Source: an optimization exercise on an open RTL-to-GDS flow (aim: small area, a short achievable clock period and few clock cycles per item). Production flows keep margins and buffers that such runs may drop.
In this exercise RTL edits were held to simulation tests only and were not proved equivalent to the original.
Power is estimated from default activity; no workload was simulated.

==> design/flow/design.v <==
module alf_line_coder (
    input  wire        clk,
    input  wire        rst,           
    input  wire [7:0]  fmt,           
    input  wire        in_valid,
    output wire        in_ready,
    input  wire [15:0] in_sample,
    input  wire        in_last,       
    output reg         out_valid,
    input  wire        out_ready,
    output reg  [31:0] out_data,
    output reg         out_last,      
    output wire [23:0] out_nbits      
);
    reg  [1:0]  f_bsel;
    reg  [2:0]  f_d;
    always @(*) begin
        case (fmt)
            8'h01:               begin f_bsel = 2'd0; f_d = 3'd1; end
            8'h02, 8'h03, 8'h04: begin f_bsel = 2'd2; f_d = 3'd1; end
            8'h10:               begin f_bsel = 2'd0; f_d = 3'd2; end
            8'h11, 8'h12:        begin f_bsel = 2'd2; f_d = 3'd2; end
            8'h20:               begin f_bsel = 2'd0; f_d = 3'd3; end
            8'h21, 8'h31:        begin f_bsel = 2'd1; f_d = 3'd3; end
            8'h30:               begin f_bsel = 2'd1; f_d = 3'd0; end
            default:             begin f_bsel = 2'd0; f_d = 3'd1; end
        endcase
    end
    reg         line_first;           
    reg         rdy_o;                
    reg         sk_v;
    reg  [15:0] sk_s;
    reg         sk_last, sk_first;
    reg  [1:0]  sk_bsel;
    reg  [2:0]  sk_d;
    reg         x_v;
    reg  [15:0] x_s;
    reg         x_last, x_first;
    reg  [1:0]  x_bsel;
    reg  [2:0]  x_d;
    assign in_ready = rdy_o;
    wire in_fire = in_valid && !sk_v;
    wire x_take;                      
    wire sk_v_n = sk_v ? !x_take : (in_fire && !x_take);
    reg  [1:0]  l_bsel;               
    reg  [2:0]  l_d;
    reg  [15:0] hist1, hist2;
    reg  [9:0]  hist3, hist4;
    reg  [2:0]  nseen;                
    reg  [1:0]  phase;                
    wire [1:0]  e_bsel = x_first ? x_bsel : l_bsel;
    wire [2:0]  e_d    = x_first ? x_d    : l_d;
    wire [2:0]  e_seen = x_first ? 3'd0   : nseen;
    wire [1:0]  e_ph   = x_first ? 2'd0   : phase;
    wire [2:0]  pdist = (e_d == 3'd0) ? (e_ph[0] ? 3'd2 : 3'd4) : e_d;
    reg  [15:0] pred;
    always @(*) begin
        if (e_seen < pdist)
            pred = 16'd0;
        else begin
            case (pdist)
                3'd1:    pred = hist1;
                3'd2:    pred = hist2;
                3'd3:    pred = {6'd0, hist3};
                default: pred = {6'd0, hist4};
            endcase
        end
    end
    wire [15:0] diff = x_s - pred;
    reg  [15:0] u_new;
    always @(*) begin
        case (e_bsel)
            2'd0:    u_new = {8'd0, diff[6:0] ^ {7{diff[7]}}, diff[7]};
            2'd1:    u_new = {6'd0, diff[8:0] ^ {9{diff[9]}}, diff[9]};
            default: u_new = {diff[14:0] ^ {15{diff[15]}}, diff[15]};
        endcase
    end
    reg  [5:0]  esc_len;              
    always @(*) begin
        case (e_bsel)
            2'd0:    esc_len = 6'd24;
            2'd1:    esc_len = 6'd26;
            default: esc_len = 6'd32;
        endcase
    end
    integer k;
    reg  [5:0]  term [0:14];
    reg  [15:0] qk;
    always @(*) begin
        for (k = 0; k < 15; k = k + 1) begin
            qk = u_new >> k;
            if (qk < 16'd16)
                term[k] = qk[5:0] + 6'd1 + k[5:0];
            else
                term[k] = esc_len;
        end
    end
    reg  [10:0] cost [0:14];
    reg  [4:0]  bidx;                 
    reg         blk_nz;
    reg         dec_pend;             
    reg  [5:0]  dec_m;                
    reg         dec_last;
    reg  [1:0]  dec_bsel;
    function lt11(input [10:0] a, input [10:0] b);
        integer z;
        reg l;
        begin
            l = 1'b0;
            for (z = 0; z < 11; z = z + 1)
                l = (~a[z] & b[z]) | (~(a[z] ^ b[z]) & l);
            lt11 = l;
        end
    endfunction
    reg  [10:0] mc1 [0:7];  reg [3:0] mk1 [0:7];
    reg  [10:0] mc2 [0:3];  reg [3:0] mk2 [0:3];
    reg  [10:0] mc3 [0:1];  reg [3:0] mk3 [0:1];
    integer j;
    always @(*) begin
        for (j = 0; j < 7; j = j + 1) begin
            if (lt11(cost[2*j+1], cost[2*j])) begin mc1[j] = cost[2*j+1]; mk1[j] = 2*j+1; end
            else                         begin mc1[j] = cost[2*j];   mk1[j] = 2*j;   end
        end
        mc1[7] = cost[14]; mk1[7] = 4'd14;
        for (j = 0; j < 4; j = j + 1) begin
            if (lt11(mc1[2*j+1], mc1[2*j])) begin mc2[j] = mc1[2*j+1]; mk2[j] = mk1[2*j+1]; end
            else                       begin mc2[j] = mc1[2*j];   mk2[j] = mk1[2*j];   end
        end
        for (j = 0; j < 2; j = j + 1) begin
            if (lt11(mc2[2*j+1], mc2[2*j])) begin mc3[j] = mc2[2*j+1]; mk3[j] = mk2[2*j+1]; end
            else                       begin mc3[j] = mc2[2*j];   mk3[j] = mk2[2*j];   end
        end
    end
    reg         d_v;                  
    reg  [10:0] d_c0, d_c1;
    reg  [3:0]  d_k0, d_k1;
    reg         d_nz;
    reg  [5:0]  d_m;
    reg         d_last;
    reg  [1:0]  d_bsel;
    reg  [9:0]  d_thr;                
    always @(*) begin
        case (d_bsel)
            2'd0:    d_thr = {1'b0, d_m, 3'd0};
            2'd1:    d_thr = {1'b0, d_m, 3'd0} + {3'd0, d_m, 1'b0};
            default: d_thr = {d_m, 4'd0};
        endcase
    end
    wire [4:0]  d_m1     = d_m[4:0] - 5'd1;
    wire        d_pick1  = lt11(d_c1, d_c0);
    wire [10:0] d_min    = d_pick1 ? d_c1 : d_c0;
    wire [3:0]  d_kmin   = d_pick1 ? d_k1 : d_k0;
    wire [4:0]  dec_code = !d_nz ? 5'd31 : (d_min <= {1'b0, d_thr}) ? {1'b0, d_kmin} : 5'd30;
    reg         cq0_v, cq1_v;
    reg  [4:0]  cq0_code, cq1_code;
    reg  [4:0]  cq0_m, cq1_m;         
    reg         cq0_last, cq1_last;
    reg  [1:0]  cq0_bsel, cq1_bsel;
    wire dec_fire = d_v && !(cq0_v && cq1_v);         
    wire d_cap    = dec_pend && (!d_v || dec_fire);    
    reg  [15:0] rg [0:33];            
    reg  [5:0]  ph;                   
    reg  [5:0]  rd, wr;               
    reg  [5:0]  n;                    
    reg  [4:0]  eidx;                 
    wire [15:0] hu = rg[33];
    wire        hv = (n != 6'd0) && (ph == rd);
    wire [5:0]  ph_n = (ph == 6'd33) ? 6'd0 : ph + 6'd1;
    wire [5:0]  rd_n = (rd == 6'd33) ? 6'd0 : rd + 6'd1;
    wire [4:0]  hc = cq0_code;
    reg  [4:0]  bw;                   
    always @(*) begin
        case (cq0_bsel)
            2'd0:    bw = 5'd8;
            2'd1:    bw = 5'd10;
            default: bw = 5'd16;
        endcase
    end
    wire [15:0] hq = hu >> hc[3:0];
    wire        hesc = (hq >= 16'd16);
    reg  [31:0] cw_v;
    reg  [5:0]  cw_w;
    always @(*) begin
        if (hc == 5'd31) begin
            cw_v = 32'd0;
            cw_w = 6'd0;
        end else if (hc == 5'd30) begin
            cw_v = {16'd0, hu};
            cw_w = {1'b0, bw};
        end else if (!hesc) begin
            cw_v = (((32'd1 << hq[3:0]) - 32'd1) << (hc[3:0] + 5'd1))
                 | ({16'd0, hu} & ((32'd1 << hc[3:0]) - 32'd1));
            cw_w = {2'd0, hq[3:0]} + 6'd1 + {2'd0, hc[3:0]};
        end else begin
            cw_v = (32'hFFFF << bw) | {16'd0, hu};
            cw_w = 6'd16 + {1'b0, bw};
        end
    end
    wire        hdr = (eidx == 5'd0);
    wire        blk_end  = (eidx == cq0_m);
    wire        line_end = cq0_last && ((hc == 5'd31) ? hdr : blk_end);
    wire [36:0] put_v = hdr ? (({32'd0, hc} << cw_w) | {5'd0, cw_v}) : {5'd0, cw_v};
    wire [6:0]  put_w = {1'b0, cw_w} + (hdr ? 7'd5 : 7'd0);
    reg  [73:0] acc;                  
    reg  [6:0]  cnt;                  
    reg  [1:0]  lw;                   
    reg  [20:0] tot;                  
    reg  [20:0] nbp;                  
    reg  [20:0] onb;                  
    reg         osk_v;                
    reg  [31:0] osk_data;
    reg         osk_last;
    wire        pk_out = (cnt >= 7'd32) && !osk_v;
    wire [6:0]  cnt_o  = pk_out ? cnt - 7'd32 : cnt;
    wire [73:0] acc_o  = pk_out ? {acc[41:0], 32'd0} : acc;
    wire [1:0]  lw_o   = pk_out ? {1'b0, lw[1]} : lw;
    wire [7:0]  t      = {1'b0, cnt_o} + {1'b0, put_w};
    wire        lw_busy = (lw != 2'd0) || (osk_v && osk_last);
    wire        pk_ok  = (cnt_o <= 7'd37) && !(line_end && ((cnt_o > 7'd32) || lw_busy));
    wire [73:0] placed = {37'd0, put_v} << (7'd74 - t[6:0]);
    assign out_nbits = {3'd0, onb};
    wire        emit    = hv && cq0_v && pk_ok;
    wire [5:0]  n_after = n - {5'd0, emit};
    wire        n0      = (n == 6'd0);
    wire        n1      = (n == 6'd1);
    wire        n34     = (n == 6'd34);
    wire        n_empty = n0 || (n1 && emit);
    wire        xu      = x_v && (n0 || ((ph == wr) && !n34) || (emit && (n1 || n34)))
                          && (!dec_pend || d_cap);
    wire        write   = xu;
    assign x_take = !x_v || xu;
    wire blk_pop  = emit && blk_end;
    integer i, b2;
    reg [10:0] cbase, cterm, csum; reg cc;
    always @(posedge clk) begin
        if (in_fire && !x_take) begin
            sk_s     <= in_sample;
            sk_last  <= in_last;
            sk_first <= line_first;
            sk_bsel  <= f_bsel;
            sk_d     <= f_d;
        end
        if (x_take && (sk_v || in_fire)) begin
            x_s     <= sk_v ? sk_s     : in_sample;
            x_last  <= sk_v ? sk_last  : in_last;
            x_first <= sk_v ? sk_first : line_first;
            x_bsel  <= sk_v ? sk_bsel  : f_bsel;
            x_d     <= sk_v ? sk_d     : f_d;
        end
        if (xu) begin
            if (x_first) begin
                l_bsel <= x_bsel;
                l_d    <= x_d;
            end
            hist1 <= x_s;
            hist2 <= hist1;
            hist3 <= hist2[9:0];
            hist4 <= hist3;
            nseen <= (e_seen == 3'd4) ? 3'd4 : e_seen + 3'd1;
            phase <= e_ph + 2'd1;
            blk_nz <= ((bidx == 5'd0) ? 1'b0 : blk_nz) | (u_new != 16'd0);
            if (bidx == 5'd31 || x_last) begin
                dec_m    <= {1'b0, bidx} + 6'd1;
                dec_last <= x_last;
                dec_bsel <= e_bsel;
            end
        end
        for (i = 0; i < 15; i = i + 1) begin
            cbase = (xu && bidx == 5'd0) ? 11'd0 : cost[i];
            cterm = xu ? {5'd0, term[i]} : 11'd0;
            cc = 1'b0;
            for (b2 = 0; b2 < 11; b2 = b2 + 1) begin
                csum[b2] = cbase[b2] ^ cterm[b2] ^ cc;
                cc = (cbase[b2] & cterm[b2]) | (cc & (cbase[b2] ^ cterm[b2]));
            end
            cost[i] <= csum;
        end
        if (d_cap) begin
            d_c0   <= mc3[0];
            d_k0   <= mk3[0];
            d_c1   <= mc3[1];
            d_k1   <= mk3[1];
            d_nz   <= blk_nz;
            d_m    <= dec_m;
            d_last <= dec_last;
            d_bsel <= dec_bsel;
        end
        rg[0] <= write ? u_new : rg[33];
        for (i = 1; i < 34; i = i + 1)
            rg[i] <= rg[i-1];
        if (dec_fire) begin
            if (blk_pop ? cq1_v : cq0_v) begin
                cq1_code <= dec_code;
                cq1_m    <= d_m1;
                cq1_last <= d_last;
                cq1_bsel <= d_bsel;
            end
        end
        if (blk_pop && cq1_v) begin
            cq0_code <= cq1_code;
            cq0_m    <= cq1_m;
            cq0_last <= cq1_last;
            cq0_bsel <= cq1_bsel;
        end else if (dec_fire && (blk_pop || !cq0_v)) begin
            cq0_code <= dec_code;
            cq0_m    <= d_m1;
            cq0_last <= d_last;
            cq0_bsel <= d_bsel;
        end
        if (rst) begin
            line_first <= 1'b1;
            rdy_o      <= 1'b1;
            sk_v       <= 1'b0;
            x_v        <= 1'b0;
            bidx       <= 5'd0;
            dec_pend   <= 1'b0;
            d_v        <= 1'b0;
            ph         <= 6'd0;
            rd         <= 6'd0;
            wr         <= 6'd0;
            n          <= 6'd0;
            cq0_v      <= 1'b0;
            cq1_v      <= 1'b0;
            eidx       <= 5'd0;
            acc        <= 74'd0;
            cnt        <= 7'd0;
            lw         <= 2'd0;
            tot        <= 21'd0;
            osk_v      <= 1'b0;
            out_valid  <= 1'b0;
        end else begin
            if (in_fire)
                line_first <= in_last;
            sk_v <= sk_v_n;
            rdy_o <= !sk_v_n;
            x_v  <= x_take ? (sk_v || in_fire) : x_v;
            if (xu)
                bidx <= (bidx == 5'd31 || x_last) ? 5'd0 : bidx + 5'd1;
            if (xu && (bidx == 5'd31 || x_last))
                dec_pend <= 1'b1;
            else if (d_cap)
                dec_pend <= 1'b0;
            if (d_cap)
                d_v <= 1'b1;
            else if (dec_fire)
                d_v <= 1'b0;
            ph <= ph_n;
            if (write && n_empty)
                rd <= ph;
            else if (emit)
                rd <= rd_n;
            if (write)
                wr <= ph_n;
            n <= n_after + {5'd0, write};
            if (blk_pop) begin
                cq0_v <= cq1_v || dec_fire;
                cq1_v <= cq1_v && dec_fire;
            end else if (dec_fire) begin
                cq0_v <= 1'b1;
                cq1_v <= cq0_v;
            end
            if (emit) begin
                acc  <= acc_o | placed;
                cnt  <= line_end ? ((t <= 8'd32) ? 7'd32 : 7'd64) : t[6:0];
                lw   <= line_end ? ((t <= 8'd32) ? 2'b01 : 2'b10) : lw_o;
                tot  <= line_end ? 21'd0 : tot + {14'd0, put_w};
                if (line_end)
                    nbp <= tot + {14'd0, put_w};
                eidx <= blk_end ? 5'd0 : eidx + 5'd1;
            end else begin
                acc <= acc_o;
                cnt <= cnt_o;
                lw  <= lw_o;
            end
            if (!out_valid || out_ready) begin
                if (osk_v) begin
                    out_valid <= 1'b1;
                    out_data  <= osk_data;
                    out_last  <= osk_last;
                    if (osk_last)
                        onb <= nbp;
                    osk_v     <= 1'b0;
                end else if (pk_out) begin
                    out_valid <= 1'b1;
                    out_data  <= acc[73:42];
                    out_last  <= lw[0];
                    if (lw[0])
                        onb <= nbp;
                end else
                    out_valid <= 1'b0;
            end else if (pk_out) begin
                osk_v    <= 1'b1;
                osk_data <= acc[73:42];
                osk_last <= lw[0];
            end
        end
    end
endmodule
==> design/flow/run.sh <==
#!/bin/bash
# synth_recipe.tcl (not shown) runs the flow's synth.tcl, then flattens the netlist and writes it again
# the make line also repeats each setting of config.mk as NAME=value (left out here)
make -C /OpenROAD-flow-scripts/flow DESIGN_CONFIG=/design/flow/config.mk WORK_HOME=/design/flow/orfs CLKGATE_MAP_FILE= SYNTH_SCRIPT=/design/flow/synth_recipe.tcl finish
==> design/flow/config.mk <==
export PLATFORM = sky130hd
export DESIGN_NAME = alf_line_coder
export DESIGN_NICKNAME = alf_line_coder
export VERILOG_FILES = /design/flow/design.v
export SDC_FILE = /design/flow/constraint.sdc
export NUM_CORES = 4
export LEC_CHECK = 0
export ABC_AREA = 1
export CAP_MARGIN = 20
export CORE_MARGIN = 2
export CORE_UTILIZATION = 55
export CTS_BUF_LIST = sky130_fd_sc_hd__clkbuf_16
export CTS_CLUSTER_DIAMETER = 60
export CTS_CLUSTER_SIZE = 30
export PLACE_DENSITY = 0.75
export SLEW_MARGIN = 20
==> design/flow/constraint.sdc <==
create_clock -name core_clock -period 50.0 [get_ports {clk}]
set_input_delay 10.0000 -clock core_clock [delete_from_list [all_inputs] [get_ports {clk}]]
set_output_delay 10.0000 -clock core_clock [all_outputs]
set_load 0.01 [all_outputs]
==> out/qor.csv, run 1 <==
metric,value,unit
outcome,timing/DRC/antenna clean,
reg2reg_slack,39240,ps
port_buffers,84,
path_buf_inv,1,
grt_pass1_vias,34960,
clk_path_buf_depth,3,
die_area,94970,sq um
holdCritStartpoint,rg[10][8],
hold-path-cell-count,0,
rsz0062_at_grt,false,
cts_tree,built,
synth_ff_type,dfxtp_1,
synth-seq-cells,1144,
postCtsHoldBufs,0,
finalCriticalPeriod,11580,ps
cts_setup_buffers,0,
cts_resized,0,
routed-via-count,36960,
fmax,0.08636,GHz
yosysWarningCount,10,
postRouteAntennaNets,0,
grtUsageTotal,22.89,%
rows,111,
reg2reg_depth,52,
dp_hpwl,78.59,mm
syn_inst,5839,
start_util,55.51,%
fp.coreArea,91660,sq um
whs,279.0,ps
cellLeakagePower,24.97,nW
path_delay_family,buffers and inverters,
root_buffer,clkbuf_16,
pin_count,88,
critPathMaxStageDelay,550,ps
grt_pass1_wl,175.8,mm
grt_start_max_net_pins,96,
required,40000,ps
grt.overflow.total,0,
die_w,308.2,um
crit_arrival,1580,ps
peakVddDrop,0.00007034,V
synth_area,50890,sq um
area_delta_synth_final,8.994,%
tightest_slew,1029,ps
final-hold-violation-count,0,
ctsHtreeMaxLevel,3,
synthDistinctLibCells,73,
clk_pin_slew_worst_paths,110,ps
ys_seq_area_share,50.65,%
first_pass_iters,6,
routed_wl,108.3,mm
p_per_area,70.99,nW/um^2
endpoint_kind,output port,
rr_startpoint,x_first,
synth_edf_count,287,
slew_violations,0,
clock_skew,46.26,ps
finalNetCount,6287,
drt_iter0_drc,3186,
fillers,7793,
crit_chain,clkdlybuf4s50_1,
utilization,60.51,%
setup_viol,0,
slowest_stage,clkdlybuf4s50_1,
start_kind,register,
async_flop_share,0,%
fp.dieH,308.2,um
drive_above_1_share,5.041,%
antenna_found_initial,4,
dp_cells,6944,
clock-sinks,1144,
hold_end,rg[11][8],
crit_fanout,1,
wl_per_cell,15.31,um
period_share,23.16,%
drv_cap,0,
clk-insertion-delay-late,670,ps
tns,0,ps
synth_area_per_cell,8.715,sq um
final_cells,7078,
reg2reg_to,cost[0][9],
numCtsBuffers,74,
crit_type,reg -> out,
slew_headroom,31.33,%
hold_path.class,reg -> reg,
total_power,0.003937,W
viasPerCell,5.222,
drc,0,
gp_congestion,0.9626,
antenna_cells,0,
how the worst max path moves through the flow:
stage	start	to	slack [ps]	depth (start not counted)
4_1_cts	rdy_o	in_ready	38380	1
6_report	rdy_o	in_ready	38420	1
2_1_floorplan	rst	nbp[0]	37090	3
3_3_place_gp	rst	out_data[13]	38110	6
3_5_place_dp	rst	out_data[13]	38080	6
5_1_grt	x_first	cost[1][10]	38190	54
state kept, by name, summed over array words and instances, names as in the netlist, 7 cells and up:
name      count
hist4        10
rg          544
osk_data     32
cost        165
hist3        10
tot          21
out_data     32
onb          21
hist1        16
hist2        16
nbp          21
x_s          16
acc          74
sk_s         16
d_c1         11
cnt           7
d_c0         11
cells in the mapped netlist, types with 5 or more instances:
cell type     n  area (sq um)
nand2_1    1518          5698
dfxtp_1     857         17160
inv_1       827          3104
o21ai_0     403          2017
ha_1        344          4304
edfxtp_1    287          8618
nor2_1      286          1074
a21oi_1     214          1071
nand3_1     173         865.8
clkbuf_1    143         536.8
o21ai_1     125         625.6
fa_1         78          1562
xor2_1       69         604.3
a31oi_1      50         312.8
xnor2_1      45         394.1
o211ai_1     41         307.8
nor3_1       37         185.2
buf_2        33         165.2
or2_2        25         156.4
nand4_1      23         143.9
buf_1        21         78.83
inv_2        21         78.83
o21ai_2      21         183.9
mux2i_1      15         150.1
o22ai_1      14         87.58
nor4_1       11         68.82
nand2_2      10         62.56
o21bai_1     10         75.07
a41oi_1       9         78.83
o221ai_1      9         78.83
a211oi_1      7         52.55
or2_1         7         43.79
a21o_1        6         45.04
clkinv_1      6         22.52
mux2_2        6         67.56
a22oi_1       5         37.54
buf_4         5         37.54
per-layer routing:
| layer | share of wire, % | wire (um) | GRT usage [%] | up-vias |
|---|---|---|---|---|
| met4 | 3.0 | 3219 | 7.986 | 4 |
| li1 | - | - | - | 18700 |
| met1 | 45 | 48620 | 31.18 | 17010 |
| met3 | 6.3 | 6773 | 3.161 | 201 |
| met2 | 46 | 49600 | 37.35 | 1052 |
| met5 | 0.12 | 125 | 0.8786 | - |
kinds of logic (layout without fill, tap and decap cells):
kind of cell	count (synthesis)	in the layout	synth area share [%]
XOR/XNOR	115	115	1.994
AND/OR/NAND/NOR	2118	2118	16.80
AO/OA/AOI/OAI	955	955	10.55
multiplexers	21	21	0.4278
buffers and inverters	1063	1112	8.038
adder cells (fa/ha/maj)	422	422	11.53
other	1	5	0.007370
flip-flops	1144	1144	50.65
report_power, final:
part	internal [W]	leakage, nW	switching [W]
registers	0.00126	9.70	0.000100
clock network	0.000325	1.33	0.000357
logic	0.000569	13.9	0.00133
layout make-up:
| type | count | area, sq um | area share, % |
|---|---|---|---|
| Sequential cell | 1144 | 25770 | 46.47 |
| Multi-Input combinational cell | 3636 | 21110 | 38.06 |
| Inverter | 857 | 3226 | 5.816 |
| Clock buffer | 77 | 1927 | 3.474 |
| Tap cell | 1186 | 1484 | 2.676 |
| Timing Repair Buffer | 123 | 1155 | 2.082 |
| Clock inverter | 55 | 788.3 | 1.421 |
layout by cell type, fill, tap and decap left out, types with 9 or more instances in the layout:
| cell | Yosys | final |
|---|---|---|
| a21oi_1 | 214 | 214 |
| a31oi_1 | 50 | 50 |
| a41oi_1 | 9 | 9 |
| buf_4 | 5 | 38 |
| clkbuf_16 | 0 | 77 |
| clkdlybuf4s50_1 | 0 | 83 |
| dfxtp_1 | 857 | 857 |
| edfxtp_1 | 287 | 287 |
| fa_1 | 78 | 78 |
| ha_1 | 344 | 344 |
| inv_1 | 827 | 828 |
| inv_12 | 0 | 11 |
| inv_2 | 21 | 24 |
| mux2i_1 | 15 | 15 |
| nand2_1 | 1518 | 1516 |
| nand2_2 | 10 | 11 |
| nand3_1 | 173 | 173 |
| nand4_1 | 23 | 23 |
| nor2_1 | 286 | 279 |
| nor2_2 | 4 | 11 |
| nor3_1 | 37 | 37 |
| nor4_1 | 11 | 10 |
| o211ai_1 | 41 | 41 |
| o21ai_0 | 403 | 403 |
| o21ai_1 | 125 | 125 |
| o21ai_2 | 21 | 21 |
| o21bai_1 | 10 | 10 |
| o221ai_1 | 9 | 9 |
| o22ai_1 | 14 | 14 |
| or2_2 | 25 | 25 |
| xnor2_1 | 45 | 43 |
| xor2_1 | 69 | 68 |
stage by stage:
step                setup WS, ps  area (sq um)
finish                     38420         55460
global route               38190         55460
CTS                        38380         55420
detailed placement         38080         52710
global placement           38110         52710
floorplan                  37090         50900
Testbench counts, summed over its fixed seeds: cycles 108,120, samples 107,845.
==> run 2, diff against run 1 <==
--- a/design/flow/config.mk
+++ b/design/flow/config.mk
@@ -10,7 +10,4 @@
 export CORE_MARGIN = 2
-export CORE_UTILIZATION = 55
-export CTS_BUF_LIST = sky130_fd_sc_hd__clkbuf_16
-export CTS_CLUSTER_DIAMETER = 60
-export CTS_CLUSTER_SIZE = 30
-export PLACE_DENSITY = 0.75
+export CORE_UTILIZATION = 40
+export PLACE_DENSITY = 0.6
 export SLEW_MARGIN = 20
==> out/qor.csv, run 2 <==
metric,value,unit
pin_count,88,
peakVddDrop,0.00005532,V
synth_area_per_cell,8.715,sq um
final_common_cell,nand2_1,
synth-seq-cells,1144,
setup_viol,0,
cts_setup_buffers,0,
start_kind,register,
hold-path-cell-count,0,
setup_slack,38350,ps
antenna_cells,0,
endpoint_kind,output port,
numCtsBuffers,113,
p_per_area,71.54,nW/um^2
rsz0062_at_grt,false,
reg2reg_slack,39080,ps
synth_ff_type,dfxtp_1,
grt_pass1_vias,34510,
yosysWarningCount,10,
crit_chain,clkdlybuf4s50_1,
drc,0,
start_util,40.42,%
path_buf_inv,1,
ctsHtreeMaxLevel,3,
critPathMaxStageDelay,560,ps
crit_arrival,1650,ps
crit_type,reg -> out,
holdCritStartpoint,rg[32][11],
hold_end,rg[33][11],
yosys-top-cells-count,"nand2_1 (1518), dfxtp_1 (857), inv_1 (827)",
tightest_slew,1121,ps
port_buffers,84,
hold_path.class,reg -> reg,
required,40000,ps
finalNetCount,6323,
slowest_stage,clkdlybuf4s50_1,
fp.coreArea,125900,sq um
fmax,0.08585,GHz
fillers,12200,
rr_startpoint,x_first,
clk_pin_slew_worst_paths,60,ps
reg2reg_to,cost[1][10],
drv_cap,0,
gp_congestion,0.9293,
postCtsHoldBufs,0,
final-hold-violation-count,0,
reg2reg_depth,55,
grt_start_max_net_pins,93,
synth_top_cells_by_area,"dfxtp_1 (34%), edfxtp_1 (17%), nand2_1 (11%)",
syn_inst,5839,
slew_headroom,25.07,%
wl_per_cell,14.76,um
largest_reg_flops,544,
postRouteAntennaNets,0,
clock_skew,75.58,ps
clk-insertion-delay-late,770,ps
area_delta_synth_final,12.64,%
synthDistinctLibCells,73,
path_delay_family,buffers and inverters,
ys_seq_area_share,50.65,%
grt-busiest-layer,met2,
clk_path_buf_depth,3,
routed-via-count,36570,
viasPerCell,4.799,
synth_top_area_share,33.72,%
final_cell_mix,"nand2_1 (1516), dfxtp_1 (857), inv_1 (825)",
crit_fanout,1,
dp_cells,7406,
finalCriticalPeriod,11650,ps
yosys.cell_count.top_type,nand2_1,
rows,130,
reg.largest.list,"rg x544, cost x165, acc x74",
dp_hpwl,82.07,mm
utilization,45.53,%
drt_iter0_drc,2691,
die_w,360.7,um
total_power,0.004100,W
slew_violations,0,
drive_above_1_share,5.762,%
crit_path_start,rdy_o,
final_cells,7620,
grt.overflow.total,0,
outcome,timing/DRC/antenna clean,
async_flop_share,0,%
cts_resized,0,
use_met1,24.13,%
dp_slack,38110,ps
root_buffer,clkbuf_16,
cellLeakagePower,25.58,nW
synth_area,50890,sq um
yosysTopAreaCell,dfxtp_1,
synth_edf_count,287,
first_pass_iters,6,
routed_wl,112.5,mm
regMostFlops,rg,
clock-sinks,1144,
grtUsageTotal,17.22,%
fp.dieH,360.7,um
grt_pass1_wl,181.7,mm
gr-usage-met3,2.615,%
met2_usage,27.16,%
die_area,130100,sq um
cts_tree,built,
antenna_found_initial,2,
period_share,23.30,%
tns,0,ps
[run 2: cell counts after synthesis]
Identical to the previous run, type by type.
[run 2: kinds of logic after synthesis]
family | Yosys count | synth area share, %
buffers and inverters | 1063 | 8.038
adders and majority gates | 422 | 11.53
other | 1 | 0.007370
AOI/OAI and AO/OA | 955 | 10.55
and+or+nand+nor | 2118 | 16.80
muxes | 21 | 0.4278
xor gates and xnor gates | 115 | 1.994
DFF | 1144 | 50.65
[run 2: report_power, final]
group	internal [W]	switching [W]	total [W]
sequential	0.00126	0.0000955	0.00136
combinational	0.000564	0.00129	0.00185
clock	0.000523	0.000366	0.000889
[run 2: cell type report]
type | count | area [sq um] | area share (%)
Multi-Input combinational cell | 3636 | 21120 | 36.84
Clock inverter | 42 | 610.6 | 1.065
Sequential cell | 1144 | 25770 | 44.97
Tap cell | 1650 | 2064 | 3.602
Clock buffer | 171 | 3408 | 5.947
Timing Repair Buffer | 120 | 1116 | 1.947
Inverter | 857 | 3226 | 5.628
[run 2: worst max-delay path by stage]
stage / endpoint / slack, ps / depth (start not counted)
finish: in_ready / 38350 / 1
global route: cost[1][10] / 37980 / 55
CTS: in_ready / 38250 / 1
detailed placement: sk_s[12] / 38110 / 3
global placement: sk_s[12] / 38130 / 3
floorplan: nbp[0] / 37090 / 3
[run 2: stage by stage]
stage	instance area (sq um)	hold slack (ps)
floorplan	50900	309.6
global route	57320	306.9
CTS	57290	308.0
global placement	53270	309.8
detailed placement	53270	312.1
finish	57320	306.0
[run 2: metal layers]
| metal | wire (um) | share of wire, % |
|---|---|---|
| met1 | 54230 | 48 |
| met2 | 49610 | 44 |
| met3 | 5325 | 4.7 |
| met4 | 3318 | 2.9 |
| met5 | 0 | 0 |
==> run 3, diff against run 2 <==
--- a/design/flow/design.v
+++ b/design/flow/design.v
@@ -206,5 +206,6 @@
     reg  [1:0]  lw;                   
-    reg  [20:0] tot;                  
-    reg  [20:0] nbp;                  
+    reg  [15:0] wcnt;                 
+    reg  [4:0]  lb1;                  
     reg  [20:0] onb;                  
+    wire [20:0] nbits = {wcnt, lb1} + 21'd1;
     reg         osk_v;                
@@ -327,3 +328,3 @@
             lw         <= 2'd0;
-            tot        <= 21'd0;
+            wcnt       <= 16'd0;
             osk_v      <= 1'b0;
@@ -365,5 +366,4 @@
                 lw   <= line_end ? ((t <= 8'd32) ? 2'b01 : 2'b10) : lw_o;
-                tot  <= line_end ? 21'd0 : tot + {14'd0, put_w};
                 if (line_end)
-                    nbp <= tot + {14'd0, put_w};
+                    lb1 <= t[4:0] - 5'd1;
                 eidx <= blk_end ? 5'd0 : eidx + 5'd1;
@@ -379,4 +379,6 @@
                     out_last  <= osk_last;
-                    if (osk_last)
-                        onb <= nbp;
+                    if (osk_last) begin
+                        onb  <= nbits;
+                        wcnt <= 16'd0;
+                    end
                     osk_v     <= 1'b0;
@@ -386,4 +388,7 @@
                     out_last  <= lw[0];
-                    if (lw[0])
-                        onb <= nbp;
+                    if (lw[0]) begin
+                        onb  <= nbits;
+                        wcnt <= 16'd0;
+                    end else
+                        wcnt <= wcnt + 16'd1;
                 end else
@@ -394,2 +399,4 @@
                 osk_last <= lw[0];
+                if (!lw[0])
+                    wcnt <= wcnt + 16'd1;
             end
--- a/design/flow/config.mk
+++ b/design/flow/config.mk
@@ -10,4 +10,7 @@
 export CORE_MARGIN = 2
-export CORE_UTILIZATION = 40
-export PLACE_DENSITY = 0.6
+export CORE_UTILIZATION = 55
+export CTS_BUF_LIST = sky130_fd_sc_hd__clkbuf_16
+export CTS_CLUSTER_DIAMETER = 60
+export CTS_CLUSTER_SIZE = 30
+export PLACE_DENSITY = 0.75
 export SLEW_MARGIN = 20
==> out/qor.csv, run 3 <==
metric,value,unit
outcome,timing/DRC/antenna clean,
final-seq-area,25190,sq um
root_buffer,clkbuf_16,
port_buffers,84,
multi_input_area,20790,sq um
crit_fanout,1,
wl_per_cell,15.40,um
yosys-top-cells-count,"nand2_1 (1526), dfxtp_1 (852), inv_1 (798)",
finalCriticalPeriod,11570,ps
final_cell_mix,"nand2_1 (1525), dfxtp_1 (852), inv_1 (800)",
synth_xor_area_share,1.812,%
yosys.area_share.simple,16.86,%
cellLeakagePower,24.28,nW
grt_pass1_vias,34600,
viasPerCell,5.240,
clock_skew,47.81,ps
postRouteAntennaNets,0,
routed-via-count,36530,
drt_iter0_drc,3323,
synth-seq-cells,1123,
met2_usage,38.99,%
drc,0,
peakVddDrop,0.00006161,V
regMostFlops,rg,
grt-busiest-layer,met2,
final-hold-violation-count,0,
setup_slack,38430,ps
seq_power_share,34.7,%
crit_arrival,1570,ps
rsz0062_at_grt,false,
required,40000,ps
fp.dieH,304.9,um
synth_edf_count,271,
drive_above_1_share,4.417,%
dp_hpwl,79.67,mm
first_pass_iters,7,
yosys.cell_count.top_type,nand2_1,
endpoint_kind,output port,
p_comb_share,48.8,%
fp.coreArea,89870,sq um
synth_ff_type,dfxtp_1,
cts_setup_buffers,0,
antenna_found_initial,1,
synth_top_family_by_area,simple AND/OR/NAND/NOR gates,
slew_headroom,34.48,%
die_w,304.9,um
tightest_slew,982.7,ps
gr-usage-met3,3.004,%
fmax,0.08642,GHz
clock-sinks,1123,
die_area,92960,sq um
start_kind,register,
synth-adder-area-share,11.72,%
numCtsBuffers,69,
synthDistinctLibCells,68,
clk_path_buf_depth,3,
p_sw_share,45.54,%
clk_pin_slew_worst_paths,100,ps
cts_tree,built,
crit_chain,clkdlybuf4s50_1,
area_delta_synth_final,8.893,%
switching_power,0.001772,W
intPower,0.002119,W
grt.overflow.total,0,
pin_count,88,
use_met1,30.41,%
dp_slack,37820,ps
clk-insertion-delay-late,680,ps
final_common_cell,nand2_1,
synth_compound_area_share,10.72,%
async_flop_share,0,%
path_delay_family,buffers and inverters,
drv_cap,0,
period_share,23.14,%
ctsHtreeMaxLevel,3,
largest_reg_flops,544,
critPathMaxStageDelay,530,ps
grtUsageTotal,23.18,%
grt_start_max_net_pins,94,
reg2reg_slack,38990,ps
synth_mux_area_share,0.4397,%
start_util,55.40,%
cts_resized,0,
antenna_cells,0,
pwr-share-clk,16.4,%
fillers,7601,
synth_top_area_share,34.25,%
gp_congestion,0.9495,
finalNetCount,6190,
syn_inst,5735,
hold_path.class,reg -> reg,
yosysTopAreaCell,dfxtp_1,
grt_pass1_wl,175.4,mm
reg.largest.list,"rg x544, cost x165, acc x74",
synth_top_cells_by_area,"dfxtp_1 (34%), edfxtp_1 (16%), nand2_1 (12%)",
routed_wl,107.4,mm
p_per_area,71.75,nW/um^2
synth_area_per_cell,8.682,sq um
tns,0,ps
rows,110,
setup_viol,0,
crit_type,reg -> out,
slew_violations,0,
slowest_stage,clkdlybuf4s50_1,
yosysWarningCount,10,
ys_seq_area_share,50.60,%
postCtsHoldBufs,0,
synth_area,49790,sq um
path_buf_inv,1,
[run 3: kinds of logic after synthesis]
logic type	after synthesis
adders and majority gates	419
buffers and inverters	1016
DFF	1123
muxes	21
and+or+nand+nor	2099
AOI/OAI and AO/OA	953
xor gates and xnor gates	103
other	1
[run 3: through the flow]
stage          utilization [%]  power, W  cell area (sq um)  std cells  hold slack (ps)
6_report                 60.33  0.003890              54220       6972            303.9
4_1_cts                  60.31  0.003895              54210       6972            307.6
3_5_place_dp             57.50  0.003242              51680       6847            312.1
2_1_floorplan                -  0.002723              49800       5737            309.6
5_1_grt                  60.33  0.004244              54220       6972            327.1
3_3_place_gp             57.50  0.003172              51670       6846            309.8
[run 3: power groups by stage]
stage | combinational (W) | sequential [W] | clock, W
5_1_grt | 0.00218 | 0.00138 | 0.000690
3_5_place_dp | 0.00187 | 0.00137 | 0
2_1_floorplan | 0.00139 | 0.00133 | 0
4_1_cts | 0.00188 | 0.00136 | 0.000656
3_3_place_gp | 0.00181 | 0.00136 | 0
6_report | 0.00190 | 0.00135 | 0.000639
[run 3: cell type report]
| cell class | count | share of cell area (%) |
|---|---|---|
| sequential | 1123 | 46.46 |
| timing repair buffer | 123 | 2.086 |
| inverter | 827 | 5.732 |
| multi-input combinational | 3598 | 38.34 |
| clock inverter | 55 | 1.428 |
| tap | 1176 | 2.714 |
| clock buffer | 70 | 3.231 |
[run 3: path summary, 6_finish.rpt]
| path | to | from | cells past startpoint |
|---|---|---|---|
| setup reg to reg | cost[1][10] | x_first | 55 |
| setup / recovery | out_data[14] | out_data[14] | 1 |
| hold / removal | rg[20][10] | rg[19][10] | 0 |
| hold reg to reg | rg[20][10] | rg[19][10] | 0 |
[run 3: per-layer routing]
metal,vias up,part of all wire (%)
met1,16920,44
met3,199,5.3
li1,18460,-
met5,-,0.012
met4,2,3.7
met2,950,47
Testbench counts of run 3, summed over its fixed seeds: cycles 108,120, samples 107,845.
==> run 4, diff against run 3 <==
--- a/design/flow/design.v
+++ b/design/flow/design.v
@@ -43,2 +43,3 @@
     wire x_take;                      
+    wire xu;                          
     wire sk_v_n = sk_v ? !x_take : (in_fire && !x_take);
@@ -54,13 +55,22 @@
     wire [1:0]  e_ph   = x_first ? 2'd0   : phase;
-    wire [2:0]  pdist = (e_d == 3'd0) ? (e_ph[0] ? 3'd2 : 3'd4) : e_d;
     reg  [15:0] pred;
+    wire        n_first = sk_v ? sk_first : line_first;    
+    wire [2:0]  n_d     = xu ? e_d : l_d;
+    wire [2:0]  n_seen  = xu ? ((e_seen == 3'd4) ? 3'd4 : e_seen + 3'd1) : nseen;
+    wire [1:0]  n_ph    = xu ? e_ph + 2'd1 : phase;
+    wire [15:0] n_h1    = xu ? x_s         : hist1;
+    wire [15:0] n_h2    = xu ? hist1       : hist2;
+    wire [9:0]  n_h3    = xu ? hist2[9:0]  : hist3;
+    wire [9:0]  n_h4    = xu ? hist3       : hist4;
+    wire [2:0]  n_pd    = (n_d == 3'd0) ? (n_ph[0] ? 3'd2 : 3'd4) : n_d;
+    reg  [15:0] pred_n;
     always @(*) begin
-        if (e_seen < pdist)
-            pred = 16'd0;
+        if (n_first || n_seen < n_pd)
+            pred_n = 16'd0;
         else begin
-            case (pdist)
-                3'd1:    pred = hist1;
-                3'd2:    pred = hist2;
-                3'd3:    pred = {6'd0, hist3};
-                default: pred = {6'd0, hist4};
+            case (n_pd)
+                3'd1:    pred_n = n_h1;
+                3'd2:    pred_n = n_h2;
+                3'd3:    pred_n = {6'd0, n_h3};
+                default: pred_n = {6'd0, n_h4};
             endcase
@@ -206,6 +216,5 @@
     reg  [1:0]  lw;                   
-    reg  [15:0] wcnt;                 
-    reg  [4:0]  lb1;                  
+    reg  [20:0] tot;                  
+    reg  [20:0] nbp;                  
     reg  [20:0] onb;                  
-    wire [20:0] nbits = {wcnt, lb1} + 21'd1;
     reg         osk_v;                
@@ -228,3 +237,3 @@
     wire        n_empty = n0 || (n1 && emit);
-    wire        xu      = x_v && (n0 || ((ph == wr) && !n34) || (emit && (n1 || n34)))
+    assign      xu      = x_v && (n0 || ((ph == wr) && !n34) || (emit && (n1 || n34)))
                           && (!dec_pend || d_cap);
@@ -249,2 +258,3 @@
             x_d     <= sk_v ? sk_d     : f_d;
+            pred    <= pred_n;
         end
@@ -328,3 +338,3 @@
             lw         <= 2'd0;
-            wcnt       <= 16'd0;
+            tot        <= 21'd0;
             osk_v      <= 1'b0;
@@ -366,4 +376,5 @@
                 lw   <= line_end ? ((t <= 8'd32) ? 2'b01 : 2'b10) : lw_o;
+                tot  <= line_end ? 21'd0 : tot + {14'd0, put_w};
                 if (line_end)
-                    lb1 <= t[4:0] - 5'd1;
+                    nbp <= tot + {14'd0, put_w};
                 eidx <= blk_end ? 5'd0 : eidx + 5'd1;
@@ -379,6 +390,4 @@
                     out_last  <= osk_last;
-                    if (osk_last) begin
-                        onb  <= nbits;
-                        wcnt <= 16'd0;
-                    end
+                    if (osk_last)
+                        onb <= nbp;
                     osk_v     <= 1'b0;
@@ -388,7 +397,4 @@
                     out_last  <= lw[0];
-                    if (lw[0]) begin
-                        onb  <= nbits;
-                        wcnt <= 16'd0;
-                    end else
-                        wcnt <= wcnt + 16'd1;
+                    if (lw[0])
+                        onb <= nbp;
                 end else
@@ -399,4 +405,2 @@
                 osk_last <= lw[0];
-                if (!lw[0])
-                    wcnt <= wcnt + 16'd1;
             end
--- a/design/flow/config.mk
+++ b/design/flow/config.mk
@@ -10,7 +10,4 @@
 export CORE_MARGIN = 2
-export CORE_UTILIZATION = 55
-export CTS_BUF_LIST = sky130_fd_sc_hd__clkbuf_16
-export CTS_CLUSTER_DIAMETER = 60
-export CTS_CLUSTER_SIZE = 30
-export PLACE_DENSITY = 0.75
+export CORE_UTILIZATION = 40
+export PLACE_DENSITY = 0.6
 export SLEW_MARGIN = 20
==> out/qor.csv, run 4 <==
metric,value,unit
path_delay_family,buffers and inverters,
dp_hpwl,83.69,mm
slew_violations,0,
die_area,131900,sq um
area_delta_synth_final,13.07,%
dp_cells,7625,
drv_cap,0,
synthDistinctLibCells,84,
final_cell_mix,"nand2_1 (1710), dfxtp_1 (916), inv_1 (812)",
hold_path.class,reg -> reg,
ctsHtreeMaxLevel,3,
synth_area,51590,sq um
crit_chain,clkdlybuf4s50_1,
synth_ff_type,dfxtp_1,
die_w,363.1,um
grt_pass1_wl,187.5,mm
use_met1,23.91,%
fmax,0.08605,GHz
reg2reg_slack,40020,ps
reg2reg_to,acc[56],
yosys.cell_count.top_type,nand2_1,
met2_usage,28.27,%
postCtsHoldBufs,0,
rows,131,
port_buffers,84,
clk-insertion-delay-late,760,ps
period_share,23.24,%
final_common_cell,nand2_1,
finalCriticalPeriod,11620,ps
drive_above_1_share,6.000,%
path_buf_inv,1,
p_per_area,71.14,nW/um^2
grt_start_max_net_pins,77,
grtUsageTotal,17.50,%
yosys-top-cells-count,"nand2_1 (1711), dfxtp_1 (916), inv_1 (813)",
clk_pin_slew_worst_paths,70,ps
start_kind,register,
routed-via-count,37760,
yosysWarningCount,10,
required,40000,ps
wl_per_cell,14.62,um
synth_top_area_share,35.54,%
root_buffer,clkbuf_16,
synth_area_per_cell,8.544,sq um
synth_edf_count,244,
finalNetCount,6533,
clock-sinks,1160,
hold_end,rg[32][13],
clock_skew,62.93,ps
ys_seq_area_share,49.74,%
critPathMaxStageDelay,540,ps
grt-busiest-layer,met2,
final_cells,7845,
postRouteAntennaNets,0,
crit_arrival,1620,ps
outcome,timing/DRC/antenna clean,
hold-path-cell-count,0,
cellLeakagePower,26.26,nW
tightest_slew,978.2,ps
regMostFlops,rg,
viasPerCell,4.814,
crit_type,reg -> out,
synth-seq-cells,1160,
largest_reg_flops,544,
routed_wl,114.7,mm
peakVddDrop,0.00006853,V
drt_iter0_drc,2592,
drc,0,
endpoint_kind,output port,
start_util,40.36,%
rr_startpoint,cq0_code[2],
yosysTopAreaCell,dfxtp_1,
slew_headroom,34.79,%
final-hold-violation-count,0,
async_flop_share,0,%
first_pass_iters,6,
gp_congestion,0.9408,
rsz0062_at_grt,false,
whs,284.2,ps
crit_fanout,1,
gr-usage-met3,2.502,%
cts_tree,built,
grt_pass1_vias,35910,
pin_count,88,
clk_path_buf_depth,3,
holdCritStartpoint,rg[31][13],
fp.dieH,363.1,um
setup_viol,0,
slowest_stage,clkdlybuf4s50_1,
tns,0,ps
reg2reg_depth,29,
reg.largest.list,"rg x544, cost x165, acc x74",
syn_inst,6039,
antenna_found_initial,1,
numCtsBuffers,117,
cts_setup_buffers,0,
fp.coreArea,127800,sq um
grt.overflow.total,0,
synth_top_cells_by_area,"dfxtp_1 (36%), edfxtp_1 (14%), nand2_1 (12%)",
antenna_cells,0,
cts_resized,0,
## run 4: cell types whose count changed in the layout (fill, tap and decap cells not counted), moves of 17 or more
cell / before / now
edfxtp_1: 271 / 244
clkbuf_16: 70 / 121
nor3_1: 57 / 40
nand2_1: 1525 / 1710
dfxtp_1: 852 / 916
o21ai_0: 368 / 340
nor2_1: 278 / 296
clkbuf_8: 0 / 19
nand4_1: 25 / 8
## run 4: how the worst max path moves through the flow
stage          startpoint  slack, ps       endpoint  cells after the start
6_report            rdy_o      38380       in_ready                      1
5_1_grt           onb[18]      38300  out_nbits[18]                      1
4_1_cts             rdy_o      38310       in_ready                      1
3_5_place_dp          rst      38020          lw[0]                      5
2_1_floorplan         rst      37320         nbp[0]                      1
3_3_place_gp          rst      38070          lw[0]                      5
## run 4: layer usage
metal / routed length [um] / part of all wire, %
met1: 54310 / 47
met3: 5254 / 4.6
met2: 51610 / 45
met4: 3545 / 3.1
met5: 0 / 0
## run 4: power by group
part / internal [W] / leakage (nW) / switching [W]
Combinational: 0.000547 / 14.4 / 0.00127
Clock: 0.000570 / 2.11 / 0.000379
Sequential: 0.00128 / 9.79 / 0.000104
Total: 0.00239 / 26.3 / 0.00176
## run 4: cell families after synthesis
logic type               after synthesis  share of synthesized area (%)
flip-flops                          1160                          49.74
AO/OA/AOI/OAI                        977                          10.88
AND/OR/NAND/NOR                     2307                          18.03
other                                  1                       0.007268
adder cells (fa/ha/maj)              422                          11.37
XOR/XNOR                              98                          1.664
multiplexers                          19                         0.3710
buffers and inverters               1055                          7.940
## run 4: per-stage QoR
stage          util (%)  cell area [sq um]  setup slack [ps]  power (W)
6_report          45.63              58340             38380   0.004150
5_1_grt           45.63              58340             38300   0.004531
4_1_cts           45.63              58340             38310   0.004183
3_5_place_dp      42.24              54000             38020   0.003210
3_3_place_gp      42.24              54000             38070   0.003169
2_1_floorplan         -              51610             37320   0.002684
## run 4: layout make-up
| type | count | area [sq um] |
|---|---|---|
| Clock buffer | 157 | 3354 |
| Inverter | 851 | 3209 |
| Timing Repair Buffer | 124 | 1139 |
| Sequential cell | 1160 | 25660 |
| Tap cell | 1662 | 2079 |
| Multi-Input combinational cell | 3828 | 21910 |
| Fill cell | 12330 | 69510 |
| Clock inverter | 63 | 979.7 |
Testbench counts of run 4, summed over its fixed seeds: cycles 108,120, samples 107,845.
==> run 5, diff against run 4 <==
--- a/design/flow/design.v
+++ b/design/flow/design.v
@@ -43,3 +43,2 @@
     wire x_take;                      
-    wire xu;                          
     wire sk_v_n = sk_v ? !x_take : (in_fire && !x_take);
@@ -55,22 +54,13 @@
     wire [1:0]  e_ph   = x_first ? 2'd0   : phase;
+    wire [2:0]  pdist = (e_d == 3'd0) ? (e_ph[0] ? 3'd2 : 3'd4) : e_d;
     reg  [15:0] pred;
-    wire        n_first = sk_v ? sk_first : line_first;    
-    wire [2:0]  n_d     = xu ? e_d : l_d;
-    wire [2:0]  n_seen  = xu ? ((e_seen == 3'd4) ? 3'd4 : e_seen + 3'd1) : nseen;
-    wire [1:0]  n_ph    = xu ? e_ph + 2'd1 : phase;
-    wire [15:0] n_h1    = xu ? x_s         : hist1;
-    wire [15:0] n_h2    = xu ? hist1       : hist2;
-    wire [9:0]  n_h3    = xu ? hist2[9:0]  : hist3;
-    wire [9:0]  n_h4    = xu ? hist3       : hist4;
-    wire [2:0]  n_pd    = (n_d == 3'd0) ? (n_ph[0] ? 3'd2 : 3'd4) : n_d;
-    reg  [15:0] pred_n;
     always @(*) begin
-        if (n_first || n_seen < n_pd)
-            pred_n = 16'd0;
+        if (e_seen < pdist)
+            pred = 16'd0;
         else begin
-            case (n_pd)
-                3'd1:    pred_n = n_h1;
-                3'd2:    pred_n = n_h2;
-                3'd3:    pred_n = {6'd0, n_h3};
-                default: pred_n = {6'd0, n_h4};
+            case (pdist)
+                3'd1:    pred = hist1;
+                3'd2:    pred = hist2;
+                3'd3:    pred = {6'd0, hist3};
+                default: pred = {6'd0, hist4};
             endcase
@@ -114,35 +104,35 @@
     reg  [1:0]  dec_bsel;
-    function lt11(input [10:0] a, input [10:0] b);
-        integer z;
-        reg l;
-        begin
-            l = 1'b0;
-            for (z = 0; z < 11; z = z + 1)
-                l = (~a[z] & b[z]) | (~(a[z] ^ b[z]) & l);
-            lt11 = l;
-        end
-    endfunction
-    reg  [10:0] mc1 [0:7];  reg [3:0] mk1 [0:7];
-    reg  [10:0] mc2 [0:3];  reg [3:0] mk2 [0:3];
-    reg  [10:0] mc3 [0:1];  reg [3:0] mk3 [0:1];
-    integer j;
+    reg  [9:0]  thr;                  
     always @(*) begin
-        for (j = 0; j < 7; j = j + 1) begin
-            if (lt11(cost[2*j+1], cost[2*j])) begin mc1[j] = cost[2*j+1]; mk1[j] = 2*j+1; end
-            else                         begin mc1[j] = cost[2*j];   mk1[j] = 2*j;   end
-        end
-        mc1[7] = cost[14]; mk1[7] = 4'd14;
-        for (j = 0; j < 4; j = j + 1) begin
-            if (lt11(mc1[2*j+1], mc1[2*j])) begin mc2[j] = mc1[2*j+1]; mk2[j] = mk1[2*j+1]; end
-            else                       begin mc2[j] = mc1[2*j];   mk2[j] = mk1[2*j];   end
-        end
-        for (j = 0; j < 2; j = j + 1) begin
-            if (lt11(mc2[2*j+1], mc2[2*j])) begin mc3[j] = mc2[2*j+1]; mk3[j] = mk2[2*j+1]; end
-            else                       begin mc3[j] = mc2[2*j];   mk3[j] = mk2[2*j];   end
-        end
+        case (dec_bsel)
+            2'd0:    thr = {1'b0, dec_m, 3'd0};
+            2'd1:    thr = {1'b0, dec_m, 3'd0} + {3'd0, dec_m, 1'b0};
+            default: thr = {dec_m, 4'd0};
+        endcase
+    end
+    reg  [10:0] cand [0:15];
+    reg  [15:0] alive;
+    reg         any0;
+    reg  [3:0]  win;
+    integer j, jb2;
+    always @(*) begin
+        for (j = 0; j < 15; j = j + 1)
+            cand[j] = cost[j];
+        cand[15] = {1'b0, thr};
+        alive = 16'hFFFF;
+        for (jb2 = 10; jb2 >= 0; jb2 = jb2 - 1) begin
+            any0 = 1'b0;
+            for (j = 0; j < 16; j = j + 1)
+                any0 = any0 | (alive[j] & ~cand[j][jb2]);
+            for (j = 0; j < 16; j = j + 1)
+                alive[j] = alive[j] & (~cand[j][jb2] | ~any0);
+        end
+        win = 4'd15;
+        for (j = 14; j >= 0; j = j - 1)
+            if (alive[j])
+                win = j[3:0];
     end
+    wire [4:0]  dec_code0 = !blk_nz ? 5'd31 : (win == 4'd15) ? 5'd30 : {1'b0, win};
     reg         d_v;                  
-    reg  [10:0] d_c0, d_c1;
-    reg  [3:0]  d_k0, d_k1;
-    reg         d_nz;
+    reg  [4:0]  d_code;
     reg  [5:0]  d_m;
@@ -150,15 +140,4 @@
     reg  [1:0]  d_bsel;
-    reg  [9:0]  d_thr;                
-    always @(*) begin
-        case (d_bsel)
-            2'd0:    d_thr = {1'b0, d_m, 3'd0};
-            2'd1:    d_thr = {1'b0, d_m, 3'd0} + {3'd0, d_m, 1'b0};
-            default: d_thr = {d_m, 4'd0};
-        endcase
-    end
     wire [4:0]  d_m1     = d_m[4:0] - 5'd1;
-    wire        d_pick1  = lt11(d_c1, d_c0);
-    wire [10:0] d_min    = d_pick1 ? d_c1 : d_c0;
-    wire [3:0]  d_kmin   = d_pick1 ? d_k1 : d_k0;
-    wire [4:0]  dec_code = !d_nz ? 5'd31 : (d_min <= {1'b0, d_thr}) ? {1'b0, d_kmin} : 5'd30;
+    wire [4:0]  dec_code = d_code;
     reg         cq0_v, cq1_v;
@@ -190,4 +169,6 @@
     wire        hesc = (hq >= 16'd16);
+    wire [4:0]  kq = {1'b0, hc[3:0]} + {1'b0, hq[3:0]};    
     reg  [31:0] cw_v;
     reg  [5:0]  cw_w;
+    integer jb;
     always @(*) begin
@@ -200,5 +181,5 @@
         end else if (!hesc) begin
-            cw_v = (((32'd1 << hq[3:0]) - 32'd1) << (hc[3:0] + 5'd1))
-                 | ({16'd0, hu} & ((32'd1 << hc[3:0]) - 32'd1));
-            cw_w = {2'd0, hq[3:0]} + 6'd1 + {2'd0, hc[3:0]};
+            for (jb = 0; jb < 32; jb = jb + 1)
+                cw_v[jb] = ((jb > hc[3:0]) && (jb <= kq)) || ((jb < hc[3:0]) && hu[jb % 16]);
+            cw_w = {1'b0, kq} + 6'd1;
         end else begin
@@ -216,5 +197,6 @@
     reg  [1:0]  lw;                   
-    reg  [20:0] tot;                  
-    reg  [20:0] nbp;                  
+    reg  [15:0] wcnt;                 
+    reg  [4:0]  lb1;                  
     reg  [20:0] onb;                  
+    wire [20:0] nbits = {wcnt, lb1} + 21'd1;
     reg         osk_v;                
@@ -237,3 +219,3 @@
     wire        n_empty = n0 || (n1 && emit);
-    assign      xu      = x_v && (n0 || ((ph == wr) && !n34) || (emit && (n1 || n34)))
+    wire        xu      = x_v && (n0 || ((ph == wr) && !n34) || (emit && (n1 || n34)))
                           && (!dec_pend || d_cap);
@@ -258,3 +240,2 @@
             x_d     <= sk_v ? sk_d     : f_d;
-            pred    <= pred_n;
         end
@@ -289,7 +270,3 @@
         if (d_cap) begin
-            d_c0   <= mc3[0];
-            d_k0   <= mk3[0];
-            d_c1   <= mc3[1];
-            d_k1   <= mk3[1];
-            d_nz   <= blk_nz;
+            d_code <= dec_code0;
             d_m    <= dec_m;
@@ -338,3 +315,3 @@
             lw         <= 2'd0;
-            tot        <= 21'd0;
+            wcnt       <= 16'd0;
             osk_v      <= 1'b0;
@@ -376,5 +353,4 @@
                 lw   <= line_end ? ((t <= 8'd32) ? 2'b01 : 2'b10) : lw_o;
-                tot  <= line_end ? 21'd0 : tot + {14'd0, put_w};
                 if (line_end)
-                    nbp <= tot + {14'd0, put_w};
+                    lb1 <= t[4:0] - 5'd1;
                 eidx <= blk_end ? 5'd0 : eidx + 5'd1;
@@ -390,4 +366,6 @@
                     out_last  <= osk_last;
-                    if (osk_last)
-                        onb <= nbp;
+                    if (osk_last) begin
+                        onb  <= nbits;
+                        wcnt <= 16'd0;
+                    end
                     osk_v     <= 1'b0;
@@ -397,4 +375,7 @@
                     out_last  <= lw[0];
-                    if (lw[0])
-                        onb <= nbp;
+                    if (lw[0]) begin
+                        onb  <= nbits;
+                        wcnt <= 16'd0;
+                    end else
+                        wcnt <= wcnt + 16'd1;
                 end else
@@ -405,2 +386,4 @@
                 osk_last <= lw[0];
+                if (!lw[0])
+                    wcnt <= wcnt + 16'd1;
             end
--- a/design/flow/config.mk
+++ b/design/flow/config.mk
@@ -10,4 +10,7 @@
 export CORE_MARGIN = 2
-export CORE_UTILIZATION = 40
-export PLACE_DENSITY = 0.6
+export CORE_UTILIZATION = 55
+export CTS_BUF_LIST = sky130_fd_sc_hd__clkbuf_16
+export CTS_CLUSTER_DIAMETER = 60
+export CTS_CLUSTER_SIZE = 30
+export PLACE_DENSITY = 0.75
 export SLEW_MARGIN = 20
==> out/qor.csv, run 5 <==
metric,value,unit
grt.overflow.total,0,
use_met1,31.58,%
endpoint_kind,register,
ctsHtreeMaxLevel,3,
finalCriticalPeriod,11900,ps
clk_path_buf_depth,3,
crit_arrival,12430,ps
die_w,293.0,um
period_share,23.79,%
cts_tree,built,
yosys.cell_count.top_type,nand2_1,
synthDistinctLibCells,65,
hold-path-cell-count,0,
area_delta_synth_final,9.518,%
required,50540,ps
place_area,47790,sq um
rsz0062_at_grt,false,
viasPerCell,5.226,
start_util,55.76,%
synth-seq-cells,1098,
synth_edf_count,246,
final_common_cell,nand2_1,
synth_area,45930,sq um
routed-via-count,33560,
crit_fanout,7,
fp.dieH,293.0,um
drt_iter0_drc,2670,
drv_cap,0,
grt_pass1_wl,166.1,mm
rows,105,
root_buffer,clkbuf_16,
grt-busiest-layer,met2,
final-hold-violation-count,0,
cts_setup_buffers,0,
yosysWarningCount,5,
slew_headroom,28.89,%
fp.coreArea,82370,sq um
met2_usage,40.08,%
outcome,timing/DRC/antenna clean,
largest_reg_flops,544,
clock_skew,31.11,ps
clock-sinks,1098,
antenna_cells,0,
gr-usage-met3,2.965,%
syn_inst,5267,
tns,0,ps
fmax,0.08407,GHz
first_pass_iters,6,
tightest_slew,1067,ps
finalNetCount,5581,
yosys-top-cells-count,"nand2_1 (1365), dfxtp_1 (852), inv_1 (772)",
peakVddDrop,0.00003707,V
routed_wl,102.4,mm
gp_congestion,0.9447,
clk_pin_slew_worst_paths,100,ps
wl_per_cell,15.95,um
async_flop_share,0,%
reg2reg_depth,53,
numCtsBuffers,69,
ys_seq_area_share,53.22,%
regMostFlops,rg,
fin_area,50300,sq um
drive_above_1_share,4.989,%
setup_viol,0,
reg2reg_slack,38500,ps
final_cell_mix,"nand2_1 (1365), dfxtp_1 (852), inv_1 (774)",
port_buffers,84,
grt_start_max_net_pins,101,
postRouteAntennaNets,0,
synth_top_area_share,37.13,%
synth_area_per_cell,8.721,sq um
postCtsHoldBufs,0,
final_cells,6422,
slew_violations,0,
die_area,85840,sq um
p_per_area,64.54,nW/um^2
drc,0,
dp_hpwl,75.23,mm
hold_path.class,reg -> reg,
synth_ff_type,dfxtp_1,
clk-insertion-delay-late,650,ps
reg.largest.list,"rg x544, cost x165, acc x74",
start_kind,input pin,
dp_cells,6299,
yosysTopAreaCell,dfxtp_1,
crit_type,in -> reg,
antenna_found_initial,0,
total_power,0.003247,W
cts_resized,0,
pin_count,88,
grt_pass1_vias,31930,
cellLeakagePower,22.82,nW
synth_top_cells_by_area,"dfxtp_1 (37%), edfxtp_1 (16%), nand2_1 (11%)",
grtUsageTotal,23.94,%
-- run 5: critical path, stage by stage --
cell and delay, ps:
clkdlybuf4s50_1 470, nor2_1 90, inv_1 150, nand2_1 80, a21oi_1 420, inv_1 160, nor2_1 110, inv_1 60
nor2_1 160, nand2_1 170, nor3b_1 330, nand3_1 110, nand2_1 70, nor2_1 40
-- run 5: logic make-up after synthesis --
group / share of synthesized area, %
multiplexers: 0.7055
AO/OA/AOI/OAI: 9.662
XOR/XNOR: 1.850
flip-flops: 53.22
AND/OR/NAND/NOR: 18.45
buffers and inverters: 7.981
adder cells (fa/ha/maj): 8.128
other: 0.008164
-- run 5: report_power, final --
| group | switching [W] | total, W | internal (W) |
|---|---|---|---|
| logic | 0.000931 | 0.00133 | 0.000399 |
| clock network | 0.000346 | 0.000633 | 0.000287 |
| registers | 0.000106 | 0.00128 | 0.00118 |
| total | 0.00138 | 0.00325 | 0.00186 |
-- run 5: routing by layer --
metal  vias up  wire length, um
met4         0             4286
met5         -                0
met2       857            48060
met3       223             4905
li1      16880                -
met1     15600            45190
-- run 5: layout make-up --
| cell class | count | area, sq um |
|---|---|---|
| fillers | 7058 | 32070 |
| clock inverters | 52 | 740.7 |
| multi-input cells | 3210 | 17900 |
| well taps | 1070 | 1339 |
| flip-flops and latches | 1098 | 24440 |
| repair buffers | 121 | 1120 |
| inverters | 801 | 3010 |
| clock buffers | 70 | 1752 |
-- run 5: worst paths after layout --
path / startpoint / end
worst min register to register: rg[16][3] / rg[17][3]
worst max register to register: x_first / cost[1][10]
worst max-delay path: out_ready / wcnt[12]
worst min-delay path: rg[16][3] / rg[17][3]
-- run 5: through the flow --
stage               util (%)  setup slack, ps  hold WS, ps
global route           61.07            37550        319.6
CTS                    61.04            38150        318.1
floorplan                  -            36840        309.6
global placement       58.01            37440        309.5
detailed placement     58.02            37490        312.1
finish                 61.07            38100        316.1
Testbench counts of run 5, summed over its fixed seeds: cycles 108,120, samples 107,845.

what the ideal ports hide:
In the flow no input, the clock included, has a driving cell. The finished layouts below were timed again as built, in two steps.
Step 1: set_driving_cell puts a clkbuf_16 on clk and a buf_2 on each other input, an assumption about the parent block.
Step 2 also shifts input and output timing later by t, the mid clock arrival at the registers, as if the neighbouring blocks saw the same clock.
Slacks: no drivers / after step 1 / after step 2; pairs: no drivers / after step 1.
| run | shift t [ns] | setup WS [ns] | worst register clock-pin slew, ns |
|---|---|---|---|
| run 1 | 0.724 | 38.421 / 38.348 / 38.045 | 0.11 / 0.11 |
| run 2 | 0.804 | 38.352 / 38.282 / 38.147 | 0.07 / 0.07 |
| run 3 | 0.726 | 38.428 / 38.361 / 37.786 | 0.10 / 0.10 |
| run 4 | 0.797 | 38.379 / 38.312 / 38.027 | 0.07 / 0.07 |
| run 5 | 0.702 | 38.105 / 38.136 / 37.434 | 0.10 / 0.10 |
After both steps every run listed still meets setup and hold. The setup slack of run 5, which loses most, moves by +0.031 ns with the drivers and by -0.671 ns with both steps.
